This is an optimization exercise on Yosys and OpenROAD, whose aim is small area, a short achievable clock period and few clock cycles, not a production implementation. Only simulation tests tie the RTL to the original design; equivalence was not proved. No activity file was given, so power comes from the tool's default toggle rates.

File: design/flow/constraint.sdc
create_clock -name core_clock -period 10.0 [get_ports {clk}]
set_input_delay 2.0000 -clock core_clock [delete_from_list [all_inputs] [get_ports {clk}]]
set_output_delay 2.0000 -clock core_clock [all_outputs]
set_load 0.01 [all_outputs]
File: design/flow/design.v
module fpdivsqrt (
    input  wire        clk,
    input  wire        rst_n,
    input  wire        in_valid,
    output wire        in_ready,
    input  wire        in_op,
    input  wire [1:0]  in_rnd,
    input  wire        in_ftz,
    input  wire        in_canon,
    input  wire [31:0] in_a,
    input  wire [31:0] in_b,
    output reg         out_valid,
    output reg  [31:0] out_result,
    output reg  [5:0]  out_flags
);
    function rnd_inc;
        input [1:0] mode;
        input       s, lsb, g, st;
        begin
            case (mode)
                2'd0: rnd_inc = g && (st || lsb);
                2'd1: rnd_inc = 1'b0;
                2'd2: rnd_inc = !s && (g || st);
                default: rnd_inc = s && (g || st);
            endcase
        end
    endfunction
    reg        rdy;
    assign in_ready = rdy;
    always @(posedge clk) rdy <= rst_n;
    wire        i_v = in_valid && rdy;
    wire        i_op = in_op, i_ftz = in_ftz, i_canon = in_canon;
    wire [1:0]  i_rnd = in_rnd;
    wire [31:0] i_a = in_a, i_b = in_b;
    wire        is_sqrt = i_op;
    wire        sa = i_a[31], sb = i_b[31];
    wire [7:0]  ea_f = i_a[30:23], eb_f = i_b[30:23];
    wire [22:0] fa = i_a[22:0], fb = i_b[22:0];
    wire a_nan  = (ea_f == 8'hFF) && (fa != 0);
    wire b_nan  = !is_sqrt && (eb_f == 8'hFF) && (fb != 0);
    wire a_snan = a_nan && !fa[22];
    wire b_snan = b_nan && !fb[22];
    wire a_inf  = (ea_f == 8'hFF) && (fa == 0);
    wire b_inf  = (eb_f == 8'hFF) && (fb == 0);
    wire a_sub  = (ea_f == 8'h00) && (fa != 0);
    wire b_sub  = !is_sqrt && (eb_f == 8'h00) && (fb != 0);
    wire a_zero = (ea_f == 8'h00) && ((fa == 0) || i_ftz);
    wire b_zero = (eb_f == 8'h00) && ((fb == 0) || i_ftz);
    wire den_in = i_ftz && (a_sub || b_sub);
    wire [23:0] ma = (ea_f == 0) ? {1'b0, fa} : {1'b1, fa};
    wire [23:0] mb = (eb_f == 0) ? {1'b0, fb} : {1'b1, fb};
    wire [7:0]  ea_e = (ea_f == 0) ? 8'd1 : ea_f;
    wire [7:0]  eb_e = (eb_f == 0) ? 8'd1 : eb_f;
    reg [4:0] lza, lzb;
    integer i;
    always @(*) begin
        lza = 5'd0;
        lzb = 5'd0;
        for (i = 0; i < 24; i = i + 1) begin
            if (ma[i]) lza = 5'd23 - i[4:0];
            if (mb[i]) lzb = 5'd23 - i[4:0];
        end
    end
    reg        sp_sel, sp_inv, sp_dz, sp_pb, sp_pz;
    reg [1:0]  sp_ss;
    reg [1:0]  sp_kind;
    always @(*) begin
        sp_sel  = 1'b1;
        sp_inv  = 1'b0;
        sp_dz   = 1'b0;
        sp_kind = 2'd0;
        sp_ss   = is_sqrt ? 2'd1 : 2'd3;
        sp_pb   = 1'b0;
        sp_pz   = 1'b1;
        if (a_nan || b_nan) begin
            sp_kind = 2'd2;
            sp_ss   = i_canon ? 2'd0 : (a_nan ? 2'd1 : 2'd2);
            sp_pb   = !a_nan;
            sp_pz   = i_canon;
            sp_inv  = a_snan || b_snan;
        end else if (is_sqrt) begin
            if (a_zero)      sp_kind = 2'd0;
            else if (sa)     begin sp_kind = 2'd2; sp_ss = 2'd0; sp_inv = 1'b1; end
            else if (a_inf)  sp_kind = 2'd1;
            else             sp_sel = 1'b0;
        end else begin
            if ((a_inf && b_inf) || (a_zero && b_zero)) begin
                sp_kind = 2'd2; sp_ss = 2'd0; sp_inv = 1'b1;
            end else if (a_inf)         sp_kind = 2'd1;
            else if (b_inf || a_zero)   sp_kind = 2'd0;
            else if (b_zero) begin
                sp_kind = 2'd1; sp_dz = 1'b1;
            end else                    sp_sel = 1'b0;
        end
    end
    reg        c_v, c_op, c_ftz, c_sel, c_sa, c_sb, c_pb, c_pz, c_den, c_dz, c_inv;
    reg [1:0]  c_ss;
    reg [1:0]  c_rnd, c_kind;
    reg [4:0]  c_lza, c_lzb;
    reg [7:0]  c_ea;
    reg [8:0]  c_ed;
    reg [23:0] c_ma, c_mb;
    always @(posedge clk) begin
        c_v    <= rst_n && i_v;
        c_op   <= i_op;
        c_rnd  <= i_rnd;
        c_ftz  <= i_ftz;
        c_sel  <= sp_sel;
        c_ss   <= sp_ss;
        c_sa   <= sa;
        c_sb   <= sb;
        c_pb   <= sp_pb;
        c_pz   <= sp_pz;
        c_kind <= sp_kind;
        c_den  <= den_in;
        c_dz   <= sp_dz;
        c_inv  <= sp_inv;
        c_lza  <= lza;
        c_lzb  <= lzb;
        c_ea   <= ea_e;
        c_ed   <= {1'b0, ea_e} - {1'b0, eb_e};
        c_ma   <= ma;
        c_mb   <= mb;
    end
    wire [23:0] na = c_ma << c_lza;
    wire [23:0] nb = c_mb << c_lzb;
    wire signed [10:0] xa = $signed({3'd0, c_ea}) - 11'sd127 - $signed({6'd0, c_lza});
    wire signed [10:0] xd = $signed({{2{c_ed[8]}}, c_ed})
                          - $signed({6'd0, c_lza}) + $signed({6'd0, c_lzb});
    wire signed [10:0] xq = c_op ? (xa >>> 1) : xd;
    wire [21:0] pay = c_pz ? 22'd0 : (c_pb ? c_mb[21:0] : c_ma[21:0]);
    reg        p_v, p_op, p_ftz, p_sel, p_sgn, p_odd;
    reg [1:0]  p_rnd;
    reg [9:0]  p_e;
    reg [22:0] p_na, p_d;
    always @(posedge clk) begin
        p_v   <= rst_n && c_v;
        p_op  <= c_op;
        p_rnd <= c_rnd;
        p_ftz <= c_ftz;
        p_sel <= c_sel;
        p_sgn <= (c_ss[0] & c_sa) ^ (c_ss[1] & c_sb);
        p_odd <= xa[0];
        p_e   <= c_sel ? {5'd0, c_kind, c_den, c_dz, c_inv} : xq[9:0];
        p_na  <= na[22:0];
        p_d   <= c_sel ? {1'b0, pay} : nb[22:0];
    end
    wire [24:0] s_d1   = {1'b0, 1'b1, p_na} - {1'b0, 1'b1, p_d};    
    wire [24:0] s_d2   = {1'b1, p_na, 1'b0} - {1'b0, 1'b1, p_d};    
    wire        a_lt_b = s_d1[24];
    wire [23:0] s_diff = a_lt_b ? s_d2[23:0] : s_d1[23:0];
    wire [25:0] r_div  = {s_diff, 2'b00};
    wire [25:0] r_sqrt = p_odd ? {(p_na[22] ? 2'b10 : 2'b01), p_na[21:0], 2'b00}
                               : {2'b00, p_na, 1'b0};
    wire [9:0]  p_em1  = p_e - 10'd1;
    reg        s0_v, s0_sq, s0_ftz, s0_sel, s0_sgn;
    reg [1:0]  s0_rnd;
    reg [9:0]  s0_e;
    reg [25:0] s0_nfr;
    reg [25:0] s0_r;
    always @(posedge clk) begin
        s0_v   <= rst_n && p_v;
        s0_sq  <= p_op && !p_sel;
        s0_rnd <= p_rnd;
        s0_ftz <= p_ftz;
        s0_sel <= p_sel;
        s0_sgn <= p_sgn;
        s0_e   <= (p_op || p_sel || !a_lt_b) ? p_e : p_em1;
        s0_nfr <= (p_op && !p_sel) ? {1'b0, {25{1'b1}}} : {1'b0, ~p_d, 2'b11};
        s0_r   <= p_op ? r_sqrt : r_div;
    end
    wire [25:0] nf1 = s0_nfr & ~{2'd0, s0_sq, 23'd0};
    wire [28:0] t1x = {1'b0, s0_r, 1'b0, 1'b1} + {2'b11, nf1, 1'b1};
    wire [27:0] t1 = t1x[28:1];
    wire        b1 = !t1[27];
    wire [25:0] r2 = b1 ? t1[25:0] : {s0_r[24:0], 1'b0};
    wire [25:0] nfr2 = s0_nfr & ~{1'd0, s0_sq & b1, 24'd0};
    reg        s1_v, s1_sq, s1_ftz, s1_sel, s1_sgn;
    reg [1:0]  s1_rnd;
    reg [25:0] s1_nfr;
    reg [8:0]  s1_e;
    reg [25:0] s1_r;
    reg [0:0] s1_q;
    always @(posedge clk) begin
        s1_v   <= rst_n && s0_v;
        s1_sq <= s0_sq;
        s1_rnd <= s0_rnd;
        s1_ftz <= s0_ftz;
        s1_sel <= s0_sel;
        s1_sgn <= s0_sgn;
        s1_e <= (s0_e[9:8] == 2'b10) ? 9'h100 : (s0_e[9:8] == 2'b01) ? 9'h0FF : s0_e[8:0];
        s1_nfr <= nfr2;
        s1_r <= r2;
        s1_q <= {b1};
    end
    wire [25:0] nf2 = s1_nfr & ~{3'd0, s1_sq, 22'd0};
    wire [28:0] t2x = {1'b0, s1_r, 1'b0, 1'b1} + {2'b11, nf2, 1'b1};
    wire [27:0] t2 = t2x[28:1];
    wire        b2 = !t2[27];
    wire [25:0] r3 = b2 ? t2[25:0] : {s1_r[24:0], 1'b0};
    wire [25:0] nfr3 = s1_nfr & ~{2'd0, s1_sq & b2, 23'd0};
    reg        s2_v, s2_sq, s2_ftz, s2_sel, s2_sgn;
    reg [1:0]  s2_rnd;
    reg [25:0] s2_nfr;
    reg [8:0]  s2_e;
    reg [25:0] s2_r;
    reg [1:0] s2_q;
    always @(posedge clk) begin
        s2_v   <= rst_n && s1_v;
        s2_sq <= s1_sq;
        s2_rnd <= s1_rnd;
        s2_ftz <= s1_ftz;
        s2_sel <= s1_sel;
        s2_sgn <= s1_sgn;
        s2_e <= s1_e;
        s2_nfr <= nfr3;
        s2_r <= r3;
        s2_q <= {s1_q, b2};
    end
    wire [25:0] nf3 = s2_nfr & ~{4'd0, s2_sq, 21'd0};
    wire [28:0] t3x = {1'b0, s2_r, 1'b0, 1'b1} + {2'b11, nf3, 1'b1};
    wire [27:0] t3 = t3x[28:1];
    wire        b3 = !t3[27];
    wire [25:0] r4 = b3 ? t3[25:0] : {s2_r[24:0], 1'b0};
    wire [25:0] nfr4 = s2_nfr & ~{3'd0, s2_sq & b3, 22'd0};
    reg        s3_v, s3_sq, s3_ftz, s3_sel, s3_sgn;
    reg [1:0]  s3_rnd;
    reg [25:0] s3_nfr;
    reg [8:0]  s3_e;
    reg [25:0] s3_r;
    reg [2:0] s3_q;
    always @(posedge clk) begin
        s3_v   <= rst_n && s2_v;
        s3_sq <= s2_sq;
        s3_rnd <= s2_rnd;
        s3_ftz <= s2_ftz;
        s3_sel <= s2_sel;
        s3_sgn <= s2_sgn;
        s3_e <= s2_e;
        s3_nfr <= nfr4;
        s3_r <= r4;
        s3_q <= {s2_q, b3};
    end
    wire [25:0] nf4 = s3_nfr & ~{5'd0, s3_sq, 20'd0};
    wire [28:0] t4x = {1'b0, s3_r, 1'b0, 1'b1} + {2'b11, nf4, 1'b1};
    wire [27:0] t4 = t4x[28:1];
    wire        b4 = !t4[27];
    wire [25:0] r5 = b4 ? t4[25:0] : {s3_r[24:0], 1'b0};
    wire [25:0] nfr5 = s3_nfr & ~{4'd0, s3_sq & b4, 21'd0};
    reg        s4_v, s4_sq, s4_ftz, s4_sel, s4_sgn;
    reg [1:0]  s4_rnd;
    reg [25:0] s4_nfr;
    reg [8:0]  s4_e;
    reg [25:0] s4_r;
    reg [3:0] s4_q;
    always @(posedge clk) begin
        s4_v   <= rst_n && s3_v;
        s4_sq <= s3_sq;
        s4_rnd <= s3_rnd;
        s4_ftz <= s3_ftz;
        s4_sel <= s3_sel;
        s4_sgn <= s3_sgn;
        s4_e <= s3_e;
        s4_nfr <= nfr5;
        s4_r <= r5;
        s4_q <= {s3_q, b4};
    end
    wire [25:0] nf5 = s4_nfr & ~{6'd0, s4_sq, 19'd0};
    wire [28:0] t5x = {1'b0, s4_r, 1'b0, 1'b1} + {2'b11, nf5, 1'b1};
    wire [27:0] t5 = t5x[28:1];
    wire        b5 = !t5[27];
    wire [25:0] r6 = b5 ? t5[25:0] : {s4_r[24:0], 1'b0};
    wire [25:0] nfr6 = s4_nfr & ~{5'd0, s4_sq & b5, 20'd0};
    reg        s5_v, s5_sq, s5_ftz, s5_sel, s5_sgn;
    reg [1:0]  s5_rnd;
    reg [25:0] s5_nfr;
    reg [8:0]  s5_e;
    reg [25:0] s5_r;
    reg [4:0] s5_q;
    always @(posedge clk) begin
        s5_v   <= rst_n && s4_v;
        s5_sq <= s4_sq;
        s5_rnd <= s4_rnd;
        s5_ftz <= s4_ftz;
        s5_sel <= s4_sel;
        s5_sgn <= s4_sgn;
        s5_e <= s4_e;
        s5_nfr <= nfr6;
        s5_r <= r6;
        s5_q <= {s4_q, b5};
    end
    wire [25:0] nf6 = s5_nfr & ~{7'd0, s5_sq, 18'd0};
    wire [28:0] t6x = {1'b0, s5_r, 1'b0, 1'b1} + {2'b11, nf6, 1'b1};
    wire [27:0] t6 = t6x[28:1];
    wire        b6 = !t6[27];
    wire [25:0] r7 = b6 ? t6[25:0] : {s5_r[24:0], 1'b0};
    wire [25:0] nfr7 = s5_nfr & ~{6'd0, s5_sq & b6, 19'd0};
    reg        s6_v, s6_sq, s6_ftz, s6_sel, s6_sgn;
    reg [1:0]  s6_rnd;
    reg [25:0] s6_nfr;
    reg [8:0]  s6_e;
    reg [25:0] s6_r;
    reg [5:0] s6_q;
    always @(posedge clk) begin
        s6_v   <= rst_n && s5_v;
        s6_sq <= s5_sq;
        s6_rnd <= s5_rnd;
        s6_ftz <= s5_ftz;
        s6_sel <= s5_sel;
        s6_sgn <= s5_sgn;
        s6_e <= s5_e;
        s6_nfr <= nfr7;
        s6_r <= r7;
        s6_q <= {s5_q, b6};
    end
    wire [25:0] nf7 = s6_nfr & ~{8'd0, s6_sq, 17'd0};
    wire [28:0] t7x = {1'b0, s6_r, 1'b0, 1'b1} + {2'b11, nf7, 1'b1};
    wire [27:0] t7 = t7x[28:1];
    wire        b7 = !t7[27];
    wire [25:0] r8 = b7 ? t7[25:0] : {s6_r[24:0], 1'b0};
    wire [25:0] nfr8 = s6_nfr & ~{7'd0, s6_sq & b7, 18'd0};
    reg        s7_v, s7_sq, s7_ftz, s7_sel, s7_sgn;
    reg [1:0]  s7_rnd;
    reg [25:0] s7_nfr;
    reg [8:0]  s7_e;
    reg [25:0] s7_r;
    reg [6:0] s7_q;
    always @(posedge clk) begin
        s7_v   <= rst_n && s6_v;
        s7_sq <= s6_sq;
        s7_rnd <= s6_rnd;
        s7_ftz <= s6_ftz;
        s7_sel <= s6_sel;
        s7_sgn <= s6_sgn;
        s7_e <= s6_e;
        s7_nfr <= nfr8;
        s7_r <= r8;
        s7_q <= {s6_q, b7};
    end
    wire [25:0] nf8 = s7_nfr & ~{9'd0, s7_sq, 16'd0};
    wire [28:0] t8x = {1'b0, s7_r, 1'b0, 1'b1} + {2'b11, nf8, 1'b1};
    wire [27:0] t8 = t8x[28:1];
    wire        b8 = !t8[27];
    wire [25:0] r9 = b8 ? t8[25:0] : {s7_r[24:0], 1'b0};
    wire [25:0] nfr9 = s7_nfr & ~{8'd0, s7_sq & b8, 17'd0};
    reg        s8_v, s8_sq, s8_ftz, s8_sel, s8_sgn;
    reg [1:0]  s8_rnd;
    reg [25:0] s8_nfr;
    reg [8:0]  s8_e;
    reg [25:0] s8_r;
    reg [7:0] s8_q;
    always @(posedge clk) begin
        s8_v   <= rst_n && s7_v;
        s8_sq <= s7_sq;
        s8_rnd <= s7_rnd;
        s8_ftz <= s7_ftz;
        s8_sel <= s7_sel;
        s8_sgn <= s7_sgn;
        s8_e <= s7_e;
        s8_nfr <= nfr9;
        s8_r <= r9;
        s8_q <= {s7_q, b8};
    end
    wire [25:0] nf9 = s8_nfr & ~{10'd0, s8_sq, 15'd0};
    wire [28:0] t9x = {1'b0, s8_r, 1'b0, 1'b1} + {2'b11, nf9, 1'b1};
    wire [27:0] t9 = t9x[28:1];
    wire        b9 = !t9[27];
    wire [25:0] r10 = b9 ? t9[25:0] : {s8_r[24:0], 1'b0};
    wire [25:0] nfr10 = s8_nfr & ~{9'd0, s8_sq & b9, 16'd0};
    reg        s9_v, s9_sq, s9_ftz, s9_sel, s9_sgn;
    reg [1:0]  s9_rnd;
    reg [25:0] s9_nfr;
    reg [8:0]  s9_e;
    reg [25:0] s9_r;
    reg [8:0] s9_q;
    always @(posedge clk) begin
        s9_v   <= rst_n && s8_v;
        s9_sq <= s8_sq;
        s9_rnd <= s8_rnd;
        s9_ftz <= s8_ftz;
        s9_sel <= s8_sel;
        s9_sgn <= s8_sgn;
        s9_e <= s8_e;
        s9_nfr <= nfr10;
        s9_r <= r10;
        s9_q <= {s8_q, b9};
    end
    wire [25:0] nf10 = s9_nfr & ~{11'd0, s9_sq, 14'd0};
    wire [28:0] t10x = {1'b0, s9_r, 1'b0, 1'b1} + {2'b11, nf10, 1'b1};
    wire [27:0] t10 = t10x[28:1];
    wire        b10 = !t10[27];
    wire [25:0] r11 = b10 ? t10[25:0] : {s9_r[24:0], 1'b0};
    wire [25:0] nfr11 = s9_nfr & ~{10'd0, s9_sq & b10, 15'd0};
    reg        s10_v, s10_sq, s10_ftz, s10_sel, s10_sgn;
    reg [1:0]  s10_rnd;
    reg [25:0] s10_nfr;
    reg [8:0]  s10_e;
    reg [25:0] s10_r;
    reg [9:0] s10_q;
    always @(posedge clk) begin
        s10_v   <= rst_n && s9_v;
        s10_sq <= s9_sq;
        s10_rnd <= s9_rnd;
        s10_ftz <= s9_ftz;
        s10_sel <= s9_sel;
        s10_sgn <= s9_sgn;
        s10_e <= s9_e;
        s10_nfr <= nfr11;
        s10_r <= r11;
        s10_q <= {s9_q, b10};
    end
    wire [25:0] nf11 = s10_nfr & ~{12'd0, s10_sq, 13'd0};
    wire [28:0] t11x = {1'b0, s10_r, 1'b0, 1'b1} + {2'b11, nf11, 1'b1};
    wire [27:0] t11 = t11x[28:1];
    wire        b11 = !t11[27];
    wire [25:0] r12 = b11 ? t11[25:0] : {s10_r[24:0], 1'b0};
    wire [25:0] nfr12 = s10_nfr & ~{11'd0, s10_sq & b11, 14'd0};
    reg        s11_v, s11_sq, s11_ftz, s11_sel, s11_sgn;
    reg [1:0]  s11_rnd;
    reg [25:0] s11_nfr;
    reg [8:0]  s11_e;
    reg [25:0] s11_r;
    reg [10:0] s11_q;
    always @(posedge clk) begin
        s11_v   <= rst_n && s10_v;
        s11_sq <= s10_sq;
        s11_rnd <= s10_rnd;
        s11_ftz <= s10_ftz;
        s11_sel <= s10_sel;
        s11_sgn <= s10_sgn;
        s11_e <= s10_e;
        s11_nfr <= nfr12;
        s11_r <= r12;
        s11_q <= {s10_q, b11};
    end
    wire [25:0] nf12 = s11_nfr & ~{13'd0, s11_sq, 12'd0};
    wire [28:0] t12x = {1'b0, s11_r, 1'b0, 1'b1} + {2'b11, nf12, 1'b1};
    wire [27:0] t12 = t12x[28:1];
    wire        b12 = !t12[27];
    wire [25:0] r13 = b12 ? t12[25:0] : {s11_r[24:0], 1'b0};
    wire [25:0] nfr13 = s11_nfr & ~{12'd0, s11_sq & b12, 13'd0};
    reg        s12_v, s12_sq, s12_ftz, s12_sel, s12_sgn;
    reg [1:0]  s12_rnd;
    reg [25:0] s12_nfr;
    reg [8:0]  s12_e;
    reg [25:0] s12_r;
    reg [11:0] s12_q;
    always @(posedge clk) begin
        s12_v   <= rst_n && s11_v;
        s12_sq <= s11_sq;
        s12_rnd <= s11_rnd;
        s12_ftz <= s11_ftz;
        s12_sel <= s11_sel;
        s12_sgn <= s11_sgn;
        s12_e <= s11_e;
        s12_nfr <= nfr13;
        s12_r <= r13;
        s12_q <= {s11_q, b12};
    end
    wire [25:0] nf13 = s12_nfr & ~{14'd0, s12_sq, 11'd0};
    wire [28:0] t13x = {1'b0, s12_r, 1'b0, 1'b1} + {2'b11, nf13, 1'b1};
    wire [27:0] t13 = t13x[28:1];
    wire        b13 = !t13[27];
    wire [25:0] r14 = b13 ? t13[25:0] : {s12_r[24:0], 1'b0};
    wire [25:0] nfr14 = s12_nfr & ~{13'd0, s12_sq & b13, 12'd0};
    reg        s13_v, s13_sq, s13_ftz, s13_sel, s13_sgn;
    reg [1:0]  s13_rnd;
    reg [25:0] s13_nfr;
    reg [8:0]  s13_e;
    reg [25:0] s13_r;
    reg [12:0] s13_q;
    always @(posedge clk) begin
        s13_v   <= rst_n && s12_v;
        s13_sq <= s12_sq;
        s13_rnd <= s12_rnd;
        s13_ftz <= s12_ftz;
        s13_sel <= s12_sel;
        s13_sgn <= s12_sgn;
        s13_e <= s12_e;
        s13_nfr <= nfr14;
        s13_r <= r14;
        s13_q <= {s12_q, b13};
    end
    wire [25:0] nf14 = s13_nfr & ~{15'd0, s13_sq, 10'd0};
    wire [28:0] t14x = {1'b0, s13_r, 1'b0, 1'b1} + {2'b11, nf14, 1'b1};
    wire [27:0] t14 = t14x[28:1];
    wire        b14 = !t14[27];
    wire [25:0] r15 = b14 ? t14[25:0] : {s13_r[24:0], 1'b0};
    wire [25:0] nfr15 = s13_nfr & ~{14'd0, s13_sq & b14, 11'd0};
    reg        s14_v, s14_sq, s14_ftz, s14_sel, s14_sgn;
    reg [1:0]  s14_rnd;
    reg [25:0] s14_nfr;
    reg [8:0]  s14_e;
    reg [25:0] s14_r;
    reg [13:0] s14_q;
    always @(posedge clk) begin
        s14_v   <= rst_n && s13_v;
        s14_sq <= s13_sq;
        s14_rnd <= s13_rnd;
        s14_ftz <= s13_ftz;
        s14_sel <= s13_sel;
        s14_sgn <= s13_sgn;
        s14_e <= s13_e;
        s14_nfr <= nfr15;
        s14_r <= r15;
        s14_q <= {s13_q, b14};
    end
    wire [25:0] nf15 = s14_nfr & ~{16'd0, s14_sq, 9'd0};
    wire [28:0] t15x = {1'b0, s14_r, 1'b0, 1'b1} + {2'b11, nf15, 1'b1};
    wire [27:0] t15 = t15x[28:1];
    wire        b15 = !t15[27];
    wire [25:0] r16 = b15 ? t15[25:0] : {s14_r[24:0], 1'b0};
    wire [25:0] nfr16 = s14_nfr & ~{15'd0, s14_sq & b15, 10'd0};
    reg        s15_v, s15_sq, s15_ftz, s15_sel, s15_sgn;
    reg [1:0]  s15_rnd;
    reg [25:0] s15_nfr;
    reg [8:0]  s15_e;
    reg [25:0] s15_r;
    reg [14:0] s15_q;
    always @(posedge clk) begin
        s15_v   <= rst_n && s14_v;
        s15_sq <= s14_sq;
        s15_rnd <= s14_rnd;
        s15_ftz <= s14_ftz;
        s15_sel <= s14_sel;
        s15_sgn <= s14_sgn;
        s15_e <= s14_e;
        s15_nfr <= nfr16;
        s15_r <= r16;
        s15_q <= {s14_q, b15};
    end
    wire [25:0] nf16 = s15_nfr & ~{17'd0, s15_sq, 8'd0};
    wire [28:0] t16x = {1'b0, s15_r, 1'b0, 1'b1} + {2'b11, nf16, 1'b1};
    wire [27:0] t16 = t16x[28:1];
    wire        b16 = !t16[27];
    wire [25:0] r17 = b16 ? t16[25:0] : {s15_r[24:0], 1'b0};
    wire [25:0] nfr17 = s15_nfr & ~{16'd0, s15_sq & b16, 9'd0};
    reg        s16_v, s16_sq, s16_ftz, s16_sel, s16_sgn;
    reg [1:0]  s16_rnd;
    reg [25:0] s16_nfr;
    reg [8:0]  s16_e;
    reg [25:0] s16_r;
    reg [15:0] s16_q;
    always @(posedge clk) begin
        s16_v   <= rst_n && s15_v;
        s16_sq <= s15_sq;
        s16_rnd <= s15_rnd;
        s16_ftz <= s15_ftz;
        s16_sel <= s15_sel;
        s16_sgn <= s15_sgn;
        s16_e <= s15_e;
        s16_nfr <= nfr17;
        s16_r <= r17;
        s16_q <= {s15_q, b16};
    end
    wire [25:0] nf17 = s16_nfr & ~{18'd0, s16_sq, 7'd0};
    wire [28:0] t17x = {1'b0, s16_r, 1'b0, 1'b1} + {2'b11, nf17, 1'b1};
    wire [27:0] t17 = t17x[28:1];
    wire        b17 = !t17[27];
    wire [25:0] r18 = b17 ? t17[25:0] : {s16_r[24:0], 1'b0};
    wire [25:0] nfr18 = s16_nfr & ~{17'd0, s16_sq & b17, 8'd0};
    reg        s17_v, s17_sq, s17_ftz, s17_sel, s17_sgn;
    reg [1:0]  s17_rnd;
    reg [25:0] s17_nfr;
    reg [8:0]  s17_e;
    reg [25:0] s17_r;
    reg [16:0] s17_q;
    always @(posedge clk) begin
        s17_v   <= rst_n && s16_v;
        s17_sq <= s16_sq;
        s17_rnd <= s16_rnd;
        s17_ftz <= s16_ftz;
        s17_sel <= s16_sel;
        s17_sgn <= s16_sgn;
        s17_e <= s16_e;
        s17_nfr <= nfr18;
        s17_r <= r18;
        s17_q <= {s16_q, b17};
    end
    wire [25:0] nf18 = s17_nfr & ~{19'd0, s17_sq, 6'd0};
    wire [28:0] t18x = {1'b0, s17_r, 1'b0, 1'b1} + {2'b11, nf18, 1'b1};
    wire [27:0] t18 = t18x[28:1];
    wire        b18 = !t18[27];
    wire [25:0] r19 = b18 ? t18[25:0] : {s17_r[24:0], 1'b0};
    wire [25:0] nfr19 = s17_nfr & ~{18'd0, s17_sq & b18, 7'd0};
    reg        s18_v, s18_sq, s18_ftz, s18_sel, s18_sgn;
    reg [1:0]  s18_rnd;
    reg [25:0] s18_nfr;
    reg [8:0]  s18_e;
    reg [25:0] s18_r;
    reg [17:0] s18_q;
    always @(posedge clk) begin
        s18_v   <= rst_n && s17_v;
        s18_sq <= s17_sq;
        s18_rnd <= s17_rnd;
        s18_ftz <= s17_ftz;
        s18_sel <= s17_sel;
        s18_sgn <= s17_sgn;
        s18_e <= s17_e;
        s18_nfr <= nfr19;
        s18_r <= r19;
        s18_q <= {s17_q, b18};
    end
    wire [25:0] nf19 = s18_nfr & ~{20'd0, s18_sq, 5'd0};
    wire [28:0] t19x = {1'b0, s18_r, 1'b0, 1'b1} + {2'b11, nf19, 1'b1};
    wire [27:0] t19 = t19x[28:1];
    wire        b19 = !t19[27];
    wire [25:0] r20 = b19 ? t19[25:0] : {s18_r[24:0], 1'b0};
    wire [25:0] nfr20 = s18_nfr & ~{19'd0, s18_sq & b19, 6'd0};
    reg        s19_v, s19_sq, s19_ftz, s19_sel, s19_sgn;
    reg [1:0]  s19_rnd;
    reg [25:0] s19_nfr;
    reg [8:0]  s19_e;
    reg [25:0] s19_r;
    reg [18:0] s19_q;
    always @(posedge clk) begin
        s19_v   <= rst_n && s18_v;
        s19_sq <= s18_sq;
        s19_rnd <= s18_rnd;
        s19_ftz <= s18_ftz;
        s19_sel <= s18_sel;
        s19_sgn <= s18_sgn;
        s19_e <= s18_e;
        s19_nfr <= nfr20;
        s19_r <= r20;
        s19_q <= {s18_q, b19};
    end
    wire [25:0] nf20 = s19_nfr & ~{21'd0, s19_sq, 4'd0};
    wire [28:0] t20x = {1'b0, s19_r, 1'b0, 1'b1} + {2'b11, nf20, 1'b1};
    wire [27:0] t20 = t20x[28:1];
    wire        b20 = !t20[27];
    wire [25:0] r21 = b20 ? t20[25:0] : {s19_r[24:0], 1'b0};
    wire [25:0] nfr21 = s19_nfr & ~{20'd0, s19_sq & b20, 5'd0};
    reg        s20_v, s20_sq, s20_ftz, s20_sel, s20_sgn;
    reg [1:0]  s20_rnd;
    reg [25:0] s20_nfr;
    reg [8:0]  s20_e;
    reg [25:0] s20_r;
    reg [19:0] s20_q;
    always @(posedge clk) begin
        s20_v   <= rst_n && s19_v;
        s20_sq <= s19_sq;
        s20_rnd <= s19_rnd;
        s20_ftz <= s19_ftz;
        s20_sel <= s19_sel;
        s20_sgn <= s19_sgn;
        s20_e <= s19_e;
        s20_nfr <= nfr21;
        s20_r <= r21;
        s20_q <= {s19_q, b20};
    end
    wire [25:0] nf21 = s20_nfr & ~{22'd0, s20_sq, 3'd0};
    wire [28:0] t21x = {1'b0, s20_r, 1'b0, 1'b1} + {2'b11, nf21, 1'b1};
    wire [27:0] t21 = t21x[28:1];
    wire        b21 = !t21[27];
    wire [25:0] r22 = b21 ? t21[25:0] : {s20_r[24:0], 1'b0};
    wire [25:0] nfr22 = s20_nfr & ~{21'd0, s20_sq & b21, 4'd0};
    reg        s21_v, s21_sq, s21_ftz, s21_sel, s21_sgn;
    reg [1:0]  s21_rnd;
    reg [25:0] s21_nfr;
    reg [8:0]  s21_e;
    reg [25:0] s21_r;
    reg [20:0] s21_q;
    always @(posedge clk) begin
        s21_v   <= rst_n && s20_v;
        s21_sq <= s20_sq;
        s21_rnd <= s20_rnd;
        s21_ftz <= s20_ftz;
        s21_sel <= s20_sel;
        s21_sgn <= s20_sgn;
        s21_e <= s20_e;
        s21_nfr <= nfr22;
        s21_r <= r22;
        s21_q <= {s20_q, b21};
    end
    wire [25:0] nf22 = s21_nfr & ~{23'd0, s21_sq, 2'd0};
    wire [28:0] t22x = {1'b0, s21_r, 1'b0, 1'b1} + {2'b11, nf22, 1'b1};
    wire [27:0] t22 = t22x[28:1];
    wire        b22 = !t22[27];
    wire [25:0] r23 = b22 ? t22[25:0] : {s21_r[24:0], 1'b0};
    wire [25:0] nfr23 = s21_nfr & ~{22'd0, s21_sq & b22, 3'd0};
    reg        s22_v, s22_sq, s22_ftz, s22_sel, s22_sgn;
    reg [1:0]  s22_rnd;
    reg [25:0] s22_nfr;
    reg [8:0]  s22_e;
    reg [25:0] s22_r;
    reg [21:0] s22_q;
    always @(posedge clk) begin
        s22_v   <= rst_n && s21_v;
        s22_sq <= s21_sq;
        s22_rnd <= s21_rnd;
        s22_ftz <= s21_ftz;
        s22_sel <= s21_sel;
        s22_sgn <= s21_sgn;
        s22_e <= s21_e;
        s22_nfr <= nfr23;
        s22_r <= r23;
        s22_q <= {s21_q, b22};
    end
    wire [25:0] nf23 = s22_nfr & ~{24'd0, s22_sq, 1'd0};
    wire [28:0] t23x = {1'b0, s22_r, 1'b0, 1'b1} + {2'b11, nf23, 1'b1};
    wire [27:0] t23 = t23x[28:1];
    wire        b23 = !t23[27];
    wire [25:0] r24 = b23 ? t23[25:0] : {s22_r[24:0], 1'b0};
    wire [25:0] nfr24 = s22_nfr & ~{23'd0, s22_sq & b23, 2'd0};
    reg        s23_v, s23_sq, s23_ftz, s23_sel, s23_sgn;
    reg [1:0]  s23_rnd;
    reg [25:0] s23_nfr;
    reg [8:0]  s23_e;
    reg [25:0] s23_r;
    reg [22:0] s23_q;
    always @(posedge clk) begin
        s23_v   <= rst_n && s22_v;
        s23_sq <= s22_sq;
        s23_rnd <= s22_rnd;
        s23_ftz <= s22_ftz;
        s23_sel <= s22_sel;
        s23_sgn <= s22_sgn;
        s23_e <= s22_e;
        s23_nfr <= nfr24;
        s23_r <= r24;
        s23_q <= {s22_q, b23};
    end
    wire [25:0] nf24 = s23_nfr & ~{25'd0, s23_sq};
    wire [28:0] t24x = {1'b0, s23_r, 1'b0, 1'b1} + {2'b11, nf24, 1'b1};
    wire [27:0] t24 = t24x[28:1];
    wire        b24 = !t24[27];
    wire        stk25 = b24 ? (t24[25:0] != 26'd0) : (s23_r != 26'd0);
    wire [25:0] r25 = b24 ? t24[25:0] : {s23_r[24:0], 1'b0};
    wire [25:0] nfr25 = s23_nfr & ~{24'd0, s23_sq & b24, 1'd0};
    reg        s24_v, s24_sq, s24_ftz, s24_sel, s24_sgn;
    reg [1:0]  s24_rnd;
    reg [25:0] s24_nfr;
    wire signed [12:0] e_unb = {{4{s23_e[8]}}, s23_e};
    wire signed [12:0] dsh_raw = -13'sd126 - e_unb;
    wire [12:0] e_bias  = e_unb + 13'sd127;
    reg        s24_sub, s24_m127;
    reg [4:0]  s24_dsh;
    reg [8:0]  s24_eb;
    reg        s24_stk;
    reg [23:0] s24_q;
    always @(posedge clk) begin
        s24_v   <= rst_n && s23_v;
        s24_sq <= s23_sq;
        s24_rnd <= s23_rnd;
        s24_ftz <= s23_ftz;
        s24_sel <= s23_sel;
        s24_sgn <= s23_sgn;
        s24_sub  <= (e_unb < -13'sd126);
        s24_m127 <= (e_unb == -13'sd127);
        s24_dsh  <= (dsh_raw > 13'sd26) ? 5'd26 : dsh_raw[4:0];
        s24_eb   <= s23_sel ? {4'd0, s23_e[4:0]} : e_bias[8:0];
        s24_nfr <= nfr25;
        s24_stk <= stk25;
        s24_q <= {s23_q, b24};
    end
    wire [23:0] n_mant  = {1'b1, s24_q[23:1]};
    wire        n_guard = s24_q[0];
    wire        n_ones  = (s24_q[23:1] == 23'h7F_FFFF);
    wire        inc24   = rnd_inc(s24_rnd, s24_sgn, n_mant[0], n_guard, s24_stk);
    wire        carry24 = inc24 && n_ones;
    wire        tiny    = s24_sub && !(s24_m127 && carry24);
    wire [51:0] dext    = {n_mant, n_guard, s24_stk, 26'd0} >> s24_dsh;
    wire [23:0] d_mant  = dext[51:28];
    wire        d_guard = dext[27];
    wire        d_stk   = |dext[26:0];
    reg        u_v, u_ftz, u_sel, u_sgn, u_tiny, u_sub, u_guard, u_stk, u_ovf0, u_ovf1, u_ones;
    reg [1:0]  u_rnd;
    reg [7:0]  u_eb;
    reg [23:0] u_mant;
    always @(posedge clk) begin
        u_v     <= rst_n && s24_v;
        u_ftz   <= s24_ftz;
        u_rnd   <= s24_rnd;
        u_sel   <= s24_sel;
        u_sgn   <= s24_sgn;
        u_tiny  <= tiny;
        u_sub   <= s24_sub;
        u_guard <= s24_sub ? d_guard : n_guard;
        u_stk   <= s24_sub ? d_stk   : s24_stk;
        u_mant  <= s24_sel ? {s24_eb[4:3], ~s24_nfr[23:2]} : (s24_sub ? d_mant : n_mant);
        u_eb    <= s24_sel ? {5'd0, s24_eb[2:0]} : s24_eb[7:0];
        u_ovf0  <= (s24_eb >= 9'd255);
        u_ovf1  <= (s24_eb >= 9'd254);
        u_ones  <= n_ones && !s24_sub;    
    end
    wire         inexact = u_guard || u_stk;
    wire         inc     = rnd_inc(u_rnd, u_sgn, u_mant[0], u_guard, u_stk);
    wire [24:0]  m_inc   = {1'b0, u_mant} + 25'd1;
    wire [24:0]  r_mant  = inc ? m_inc : {1'b0, u_mant};
    wire         cy      = inc && u_ones;    
    wire [7:0]   eb_inc  = u_eb + 8'd1;
    wire [7:0]   e_b     = u_sub ? {7'd0, r_mant[23]} : (cy ? eb_inc : u_eb);
    wire [22:0]  frac    = cy ? 23'd0 : r_mant[22:0];
    wire         ovf     = !u_sub && (cy ? u_ovf1 : u_ovf0);
    wire         to_max  = (u_rnd == 2'd1) || (u_rnd == 2'd3 && !u_sgn) || (u_rnd == 2'd2 && u_sgn);
    reg [31:0] res;
    reg [5:0]  flg;    
    always @(*) begin
        flg = 6'd0;
        if (u_sel) begin
            case (u_mant[23:22])
                2'd0:    res = {u_sgn, 31'd0};
                2'd1:    res = {u_sgn, 8'hFF, 23'd0};
                default: res = {u_sgn, 8'hFF, 1'b1, u_mant[21:0]};
            endcase
            flg[5] = u_eb[2];
            flg[1] = u_eb[1];
            flg[0] = u_eb[0];
        end else if (u_ftz && u_tiny) begin
            res = {u_sgn, 31'd0};
            flg[4:3] = 2'b11;
            flg[5] = 1'b1;
        end else if (ovf) begin
            res = to_max ? {u_sgn, 8'hFE, 23'h7F_FFFF} : {u_sgn, 8'hFF, 23'd0};
            flg[4] = 1'b1;
            flg[2] = 1'b1;
        end else begin
            res = {u_sgn, e_b, frac};
            flg[4] = inexact;
            flg[3] = u_tiny && inexact;
        end
    end
    always @(posedge clk) begin
        out_valid  <= rst_n && u_v;
        out_result <= res;
        out_flags  <= flg;
    end
endmodule
File: design/flow/flow/run.sh
#!/bin/bash
set -euo pipefail
bash standard.sh SETUP_SLACK_MARGIN=6.6 "BUFFER_PORTS_ARGS=-buffer_cell sky130_fd_sc_hd__buf_4" > standard.log 2>&1
File: design/flow/standard.sh
#!/bin/bash
# synth_recipe.tcl (not shown) runs the flow's synth.tcl, then flattens the netlist and writes it again
# the make line also repeats each setting of config.mk as NAME=value (left out here)
make -C /OpenROAD-flow-scripts/flow DESIGN_CONFIG=/design/flow/config.mk WORK_HOME=/design/flow/orfs CLKGATE_MAP_FILE= SYNTH_SCRIPT=/design/flow/synth_recipe.tcl "${@:-finish}"
File: design/flow/config.mk
export PLATFORM = sky130hd
export DESIGN_NAME = fpdivsqrt
export DESIGN_NICKNAME = fpdivsqrt
export VERILOG_FILES = /design/flow/design.v
export SDC_FILE = /design/flow/constraint.sdc
export NUM_CORES = 4
export LEC_CHECK = 0
export CAP_MARGIN = 50
export CORE_MARGIN = 2
export CORE_UTILIZATION = 55
export CTS_CLUSTER_DIAMETER = 100
export CTS_CLUSTER_SIZE = 30
export SLEW_MARGIN = 70
export TNS_END_PERCENT = 100
==> flow_summary.json, run 1 <==
{
  "num_vias": 57949,
  "worstPathRequired_ns": 10.58,
  "gp_congestion": 0.891,
  "holdCritPathClass": "reg -> reg",
  "max_cap_violations": 0,
  "ys_types": 97,
  "die_w_um": 396,
  "power_frac_seq_pct": 37.0,
  "cpMostUsedCell": "a2111oi_4",
  "synth_top_family_by_area": "compound AO/OA/AOI/OAI gates",
  "finalHoldViolations": 0,
  "clockBufferDepth": 3,
  "finalSetupViolCount": 0,
  "ir_drop_uv": 181,
  "grt_max_degree": 52,
  "fillerInstances": 12817,
  "start_util_pct": 55.5,
  "grt.total_usage_pct": 22.8,
  "switching_share_pct": 39.5,
  "top_register": "out_result",
  "slew_viol_final": 0,
  "insertion_delay_ns": 0.76,
  "syn_inst": 8290,
  "cts_tree": "built",
  "p_leak_nw": 38.8,
  "p_sw_w": 0.0141,
  "nNetsFinal": 9141,
  "cp_cell_sequence": "fa_2 -> a211oi_2 -> o2111ai_2 -> a2111oi_4 -> o2111ai_1 -> a211o_1 -> or4_1 -> or4_4 -> a2111oi_4 -> a41oi_2",
  "ctsRootBufferMaster": "clkbuf_16",
  "top_regs": "out_result (32), s0_r (25), s23_r (25)",
  "clock-sinks": 2099,
  "rsz0062_at_grt": "true",
  "synth_flop_cell": "dfxtp_1",
  "design.core.area_mm2": 0.152,
  "finalSetupTns_ns": 0,
  "synth-simple-area-share_pct": 11.1,
  "synthArstFlopShare_pct": 0,
  "yosysSeqAreaShare_pct": 49.8,
  "grt_first_pass_wirelength_um": 293000,
  "port_buffers": 111,
  "numCtsBuffers": 81,
  "row_count": 143,
  "ioPinCount": 112,
  "syn_avg_cell_area_um2": 10.2,
  "synth_compound_area_share_pct": 15.7,
  "die_h_um": 396,
  "synth-adder-area-share_pct": 9.88,
  "yosysWarnings": 1,
  "grt_pass1_vias": 55568,
  "routed_via_density": 5.53,
  "synthXorXnorAreaFrac_pct": 5.31,
  "final.setup.worst_slack_ns": 6.56,
  "clock_skew_ns": 0.0330,
  "ant_nets": 0,
  "syn2layout_area_growth_pct": 9.54,
  "wire_per_inst_um": 17.6,
  "path_class": "reg -> reg",
  "tightest_slew_ns": 0.445,
  "largest_reg_flops": 32,
  "firstDrtPassIters": 6,
  "htree_levels": 3,
  "drtIter0Drc": 3442,
  "die-area_mm2": 0.157,
  "syn_nets": 9003,
  "startpoint_type": "flop",
  "max_freq_mhz": 291,
  "grt-ovfl-total": 0,
  "drc": 0,
  "endpoint_kind": "flop",
  "outcome": "finished clean",
  "critical_path.slowest_cell": "or4_1",
  "internal-power_w": 0.0215,
  "synth_edf_count": 0,
  "min_period_ns": 3.44,
  "path_max_fanout": 3,
  "synth_area_mm2": 0.0844,
  "p_per_area_mw_per_mm2": 385,
  "maxSlewHeadroom_pct": 69.9,
  "cts.clk_slew.worst_paths_ns": 0.11,
  "routed_wl_um": 185000,
  "drive_above_1_share_pct": 11.7,
  "dpl.hpwl_um": 138000,
  "ys_ff_latch": 2099,
  "muxShareOfSynthArea_pct": 5.93,
  "timing.final.crit_share_pct": 34.4,
  "cts_hold_buf": 0,
  "worstPathArrival_ns": 4.02,
  "slowest_delay_ns": 0.51,
  "pwr-share-clk_pct": 11.4,
  "p_comb_share_pct": 51.7,
  "antenna_found_initial": 7,
  "dpl_worst_slack_ns": 5.82
}
critical path: cells and delay by family (launching register included):
kind,cells,cell delay [ns]
DFF,1,0.37
adders and majority gates,1,0.49
and+or+nand+nor,2,0.96
AOI/OAI and AO/OA,7,1.49
final timing paths:
check	from	endpoint	slack, ns	cells after the start
worst min register to register	s19_sgn	s20_sgn	0.32	0
worst min-delay path	s19_sgn	s20_sgn	0.32	0
worst max register to register	s23_nfr[2]	s24_stk	6.56	10
worst max-delay path	s23_nfr[2]	s24_stk	6.56	10
Yosys cell counts, types with 77 or more instances:
library cell / n / area [um2]
nor2b_1: 128 / 801
xnor2_1: 319 / 2790
and2_1: 77 / 482
nand2b_1: 104 / 651
o21ai_0: 504 / 2520
a211oi_1: 102 / 766
nor2_1: 599 / 2250
o21a_1: 117 / 878
inv_1: 303 / 1140
ha_1: 609 / 7620
nand2_1: 547 / 2050
clkbuf_1: 138 / 518
a21o_1: 223 / 1670
nand3_1: 119 / 596
nor3_1: 141 / 706
mux2i_1: 155 / 1550
dfxtp_1: 2099 / 42000
a21oi_1: 642 / 3210
mux2_2: 261 / 2940
xor2_1: 193 / 1690
metrics by stage:
stage	hold WS [ns]	cells	total power [W]	instance area [um2]	utilization [%]
after global routing	0.333	10472	0.0385	92400	60.8
after detailed placement	0.312	10292	0.0304	88200	58.0
after CTS	0.329	10409	0.0349	91100	59.9
after floorplan	0.310	8290	0.0261	84500	-
after global placement	0.310	10270	0.0297	87400	57.5
final	0.325	10475	0.0356	92400	60.8
power groups by stage:
stage / Sequential (W) / Clock [W] / Combinational (W)
floorplan: 0.0125 / 0 / 0.0136
global placement: 0.0133 / 0 / 0.0164
detailed placement: 0.0133 / 0 / 0.0171
CTS: 0.0132 / 0.00421 / 0.0175
global route: 0.0135 / 0.00450 / 0.0205
finish: 0.0132 / 0.00405 / 0.0184
placed cells by master (no fill, tap or decap), types with 117 or more instances in the layout:
master	instances
a21oi_1	616
mux2_2	261
nand2_1	540
nand3_1	117
ha_1	591
inv_1	294
xor2_1	193
nor3_1	136
nor2b_1	127
buf_4	188
a21o_1	219
xnor2_1	318
dfxtp_1	2053
o21a_1	117
mux2i_1	152
nor2_1	596
o21ai_0	470
kinds of logic (layout without fill, tap and decap cells):
| group | count (synthesis) | count (layout) |
|---|---|---|
| other | 0 | 3 |
| AND/OR/NAND/NOR | 1989 | 1989 |
| adder cells (fa/ha/maj) | 649 | 649 |
| AO/OA/AOI/OAI | 2094 | 2101 |
| multiplexers | 446 | 446 |
| buffers and inverters | 501 | 646 |
| XOR/XNOR | 512 | 512 |
| flip-flops | 2099 | 2099 |
layout make-up:
cell class	count	area [um2]	area share, %
clock inverters	15	283	0.306
multi-input cells	5697	42200	45.7
diodes	3	7.51	0.00812
inverters	311	1190	1.29
repair buffers	238	2080	2.25
well taps	2030	2540	2.75
clock buffers	82	2040	2.21
flip-flops and latches	2099	42100	45.5
per-layer routing:
metal	GRT usage, %	up-vias	part of all wire, %
li1	-	29459	-
met5	0	-	0
met4	5.11	0	2.0
met1	32.4	27370	49
met2	36.7	915	45
met3	3.03	205	4.1
what timing repair did:
item	4_1_cts	5_1_grt
cloned	5	9
buffers inserted	15	53
pin swaps	27	74
gates resized for setup	79	124
setup endpoints to repair	265	341
Testbench counts, summed over its fixed seeds: cycles 5,024.
==> run 2: changes to the inputs <==
--- a/design/flow/config.mk
+++ b/design/flow/config.mk
@@ -7,7 +7,7 @@
 export LEC_CHECK = 0
 export CAP_MARGIN = 50
 export CORE_MARGIN = 2
-export CORE_UTILIZATION = 55
+export CORE_UTILIZATION = 40
 export CTS_CLUSTER_DIAMETER = 100
 export CTS_CLUSTER_SIZE = 30
 export SLEW_MARGIN = 70
==> run 2 against run 1 <==
Sequential share of layout area is 0.70 points lower. Synthesized cell count is the same. Global-route usage shrank 6.1 points. Clock skew rose by 0.021 ns. Maximum frequency increased by 1.7%. Cell area grew 1.5%. Register-to-register slack gained 0.09 ns. Combinational power about the same. Critical endpoint is now c_ed[8]. Largest cell class unchanged. Largest power group unchanged.
==> flow_summary.json, run 2 <==
{
  "yosys.area.top_type_share_pct": 49.8,
  "r2r_end": "s11_r[16]",
  "p_leak_nw": 39.0,
  "startpoint_type": "primary input",
  "cts_hold_buf": 0,
  "grt.total_usage_pct": 16.7,
  "crit_path_end": "c_ed[8]",
  "ys_types": 97,
  "routed_via_density": 5.17,
  "syn_nets": 9003,
  "path_class": "in -> reg",
  "worstSetupStartpoint": "in_a[29]",
  "synth_area_leaders": "dfxtp_1, ha_1, a21oi_1, mux2_2, xnor2_1",
  "min_period_ns": 3.38,
  "ant_nets": 0,
  "start_util_pct": 40.3,
  "maxSlewHeadroom_pct": 66.6,
  "cts.clk_slew.worst_paths_ns": 0.10,
  "yosysWarnings": 1,
  "max_freq_mhz": 296,
  "max_cap_violations": 0,
  "drc": 0,
  "num_vias": 58281,
  "wire_per_inst_um": 16.7,
  "highest_layer": "met4",
  "gp_congestion": 0.862,
  "design.core.area_mm2": 0.210,
  "numCtsBuffers": 88,
  "ioPinCount": 112,
  "timing.final.crit_share_pct": 33.8,
  "finalSetupViolCount": 0,
  "row_count": 168,
  "synthArstFlopShare_pct": 0,
  "tightest_slew_ns": 0.496,
  "dpl_worst_slack_ns": 5.75,
  "finalHoldViolations": 0,
  "holdCritPathClass": "reg -> reg",
  "r2r_start": "s10_r[7]",
  "syn_inst": 8290,
  "wl_met3_um": 6320,
  "rsz0062_at_grt": "true",
  "top_regs": "out_result (32), s0_r (25), s23_r (25)",
  "path_max_fanout": 4,
  "slew_viol_final": 0,
  "p_per_area_mw_per_mm2": 382,
  "synth_flop_cell": "dfxtp_1",
  "fillerInstances": 19808,
  "grt_first_pass_wirelength_um": 298000,
  "synth_top_cell_by_area": "dfxtp_1",
  "grt_max_degree": 52,
  "htree_levels": 3,
  "firstDrtPassIters": 7,
  "die_h_um": 463,
  "dpl.hpwl_um": 140000,
  "antenna_found_initial": 4,
  "synth_area_mm2": 0.0844,
  "final.setup.worst_slack_ns": 6.62,
  "reg2reg_slack_ns": 6.65,
  "grt-ovfl-total": 0,
  "endpoint_kind": "flop",
  "yosysSeqAreaShare_pct": 49.8,
  "insertion_delay_ns": 0.77,
  "syn_avg_cell_area_um2": 10.2,
  "worstPathRequired_ns": 10.65,
  "drtIter0Drc": 3267,
  "ctsRootBufferMaster": "clkbuf_16",
  "total_power_w": 0.0359,
  "cts_tree": "built",
  "clock_skew_ns": 0.0536,
  "grt_pass1_vias": 57015,
  "synth_common_cells": "dfxtp_1, a21oi_1, ha_1, nor2_1, nand2_1",
  "top_register": "out_result",
  "routed_wl_um": 189000,
  "stdcell_area_mm2": 0.0939,
  "dpl_cell_area_mm2": 0.0891,
  "port_buffers": 111,
  "clock-sinks": 2099,
  "syn2layout_area_growth_pct": 11.2,
  "ir_drop_uv": 167,
  "finalSetupTns_ns": 0,
  "synth_edf_count": 0,
  "clockBufferDepth": 3,
  "synth.most_common_cell": "dfxtp_1",
  "die-area_mm2": 0.215,
  "ys_ff_latch": 2099,
  "final_common_cell": "dfxtp_1",
  "outcome": "finished clean",
  "die_w_um": 463,
  "reg2reg_depth": 10,
  "largest_reg_flops": 32,
  "drive_above_1_share_pct": 12.0,
  "worstPathArrival_ns": 4.03,
  "final_cell_mix": "dfxtp_1, a21oi_1, nor2_1, ha_1, nand2_1",
  "nNetsFinal": 9145,
  "drt-met1-wl_um": 87400,
  "wl_met2_um": 91100
}
==> run 2: where the power goes <==
part           total, W  internal [W]  leakage, nW  switching, W
Clock           0.00442       0.00175         1.32       0.00267
Sequential       0.0131        0.0114         17.6       0.00178
Combinational    0.0183       0.00857         20.1       0.00975
Total            0.0359        0.0217         39.0        0.0142
==> run 2: how the worst min path moves through the flow <==
stage                          from         to  slack, ns  cells past startpoint
after floorplan               c_ftz      p_ftz       0.31                      0
after global placement      s6_e[8]    s7_e[8]       0.31                      0
after detailed placement   s10_q[2]   s11_q[3]       0.31                      0
after CTS                 s14_q[10]  s15_q[11]       0.30                      0
after global routing      s14_q[10]  s15_q[11]       0.32                      0
final                     s14_q[10]  s15_q[11]       0.30                      0
==> run 2: through the flow <==
stage | std cells | hold slack [ns] | utilization (%)
2_1_floorplan | 8290 | 0.310 | -
3_3_place_gp | 11043 | 0.310 | 42.2
3_5_place_dp | 11062 | 0.312 | 42.5
4_1_cts | 11207 | 0.304 | 44.1
5_1_grt | 11275 | 0.324 | 44.8
6_report | 11276 | 0.296 | 44.8
==> run 2: cell type report <==
class / count / area (um2) / area share [%]
multi-input cells: 5700 / 42300 / 45.0
clock buffers: 95 / 2280 / 2.43
inverters: 311 / 1200 / 1.28
repair buffers: 232 / 2100 / 2.23
flip-flops and latches: 2099 / 42100 / 44.8
well taps: 2805 / 3510 / 3.74
diodes: 3 / 7.51 / 0.00800
clock inverters: 31 / 430 / 0.459
==> run 2: routing by layer <==
layer  vias to the layer above  global-route usage, %
li1                      29508                      -
met4                         0                   3.81
met2                       912                   29.2
met3                       246                   2.02
met5                         -                      0
met1                     27615                   21.9
==> run 2: repair_timing <==
item                       4_1_cts  5_1_grt
setup buffers                   14       51
setup endpoints to repair      225      306
gates resized for setup         69      138
cloned                           5       12
pin swaps                       29       70
==> run 2: worst max-delay path, stage by stage <==
cell and delay, ns:
buf_8 0.11, nor4_4 0.32, nand2_2 0.09, nand2b_1 0.10, inv_1 0.05, ha_2 0.20
fa_2 0.37, nor2b_2 0.13, o21ai_1 0.08, nand2b_1 0.10, a21o_1 0.13, a21o_1 0.16
a21o_1 0.14, a21oi_2 0.05
==> run 2: cell families after synthesis <==
| logic type | after synthesis | share of synthesized area [%] |
|---|---|---|
| buffers and inverters | 501 | 2.30 |
| adders and majority gates | 649 | 9.88 |
| xor gates and xnor gates | 512 | 5.31 |
| AOI/OAI and AO/OA | 2094 | 15.7 |
| and+or+nand+nor | 1989 | 11.1 |
| muxes | 446 | 5.93 |
| DFF | 2099 | 49.8 |

## static timing again, ports no longer ideal
The flow's constraints put no driver on any port. The routed layouts listed below were extracted and timed again, unchanged, in two steps.
Step 1 sets driving cells, clkbuf_16 on the clock port and buf_2 on the other inputs (assumed; they add their load-dependent delay and slew).
Step 2, shift: input delay + t, output delay - t, t = (earliest + latest rising clock arrival at the registers) / 2. This alone moves slack from input paths to output paths.
Three values: no drivers, after step 1, after step 2; two values: the first two.
run	t, ns	setup slack, ns	hold WS [ns]	worst setup path at the end	worst data-port slew with drivers (ns)
run 1	0.821	6.560 / 6.560 / 5.911	0.325 / 0.325 / 0.325	input to register	0.05
run 2	0.820	6.619 / 6.649 / 5.845	0.296 / 0.296 / 0.296	input to register	0.05
After both steps every run listed still meets setup and hold. The setup slack of run 2, which loses most, moves by +0.030 ns with the drivers and by -0.774 ns with both steps.
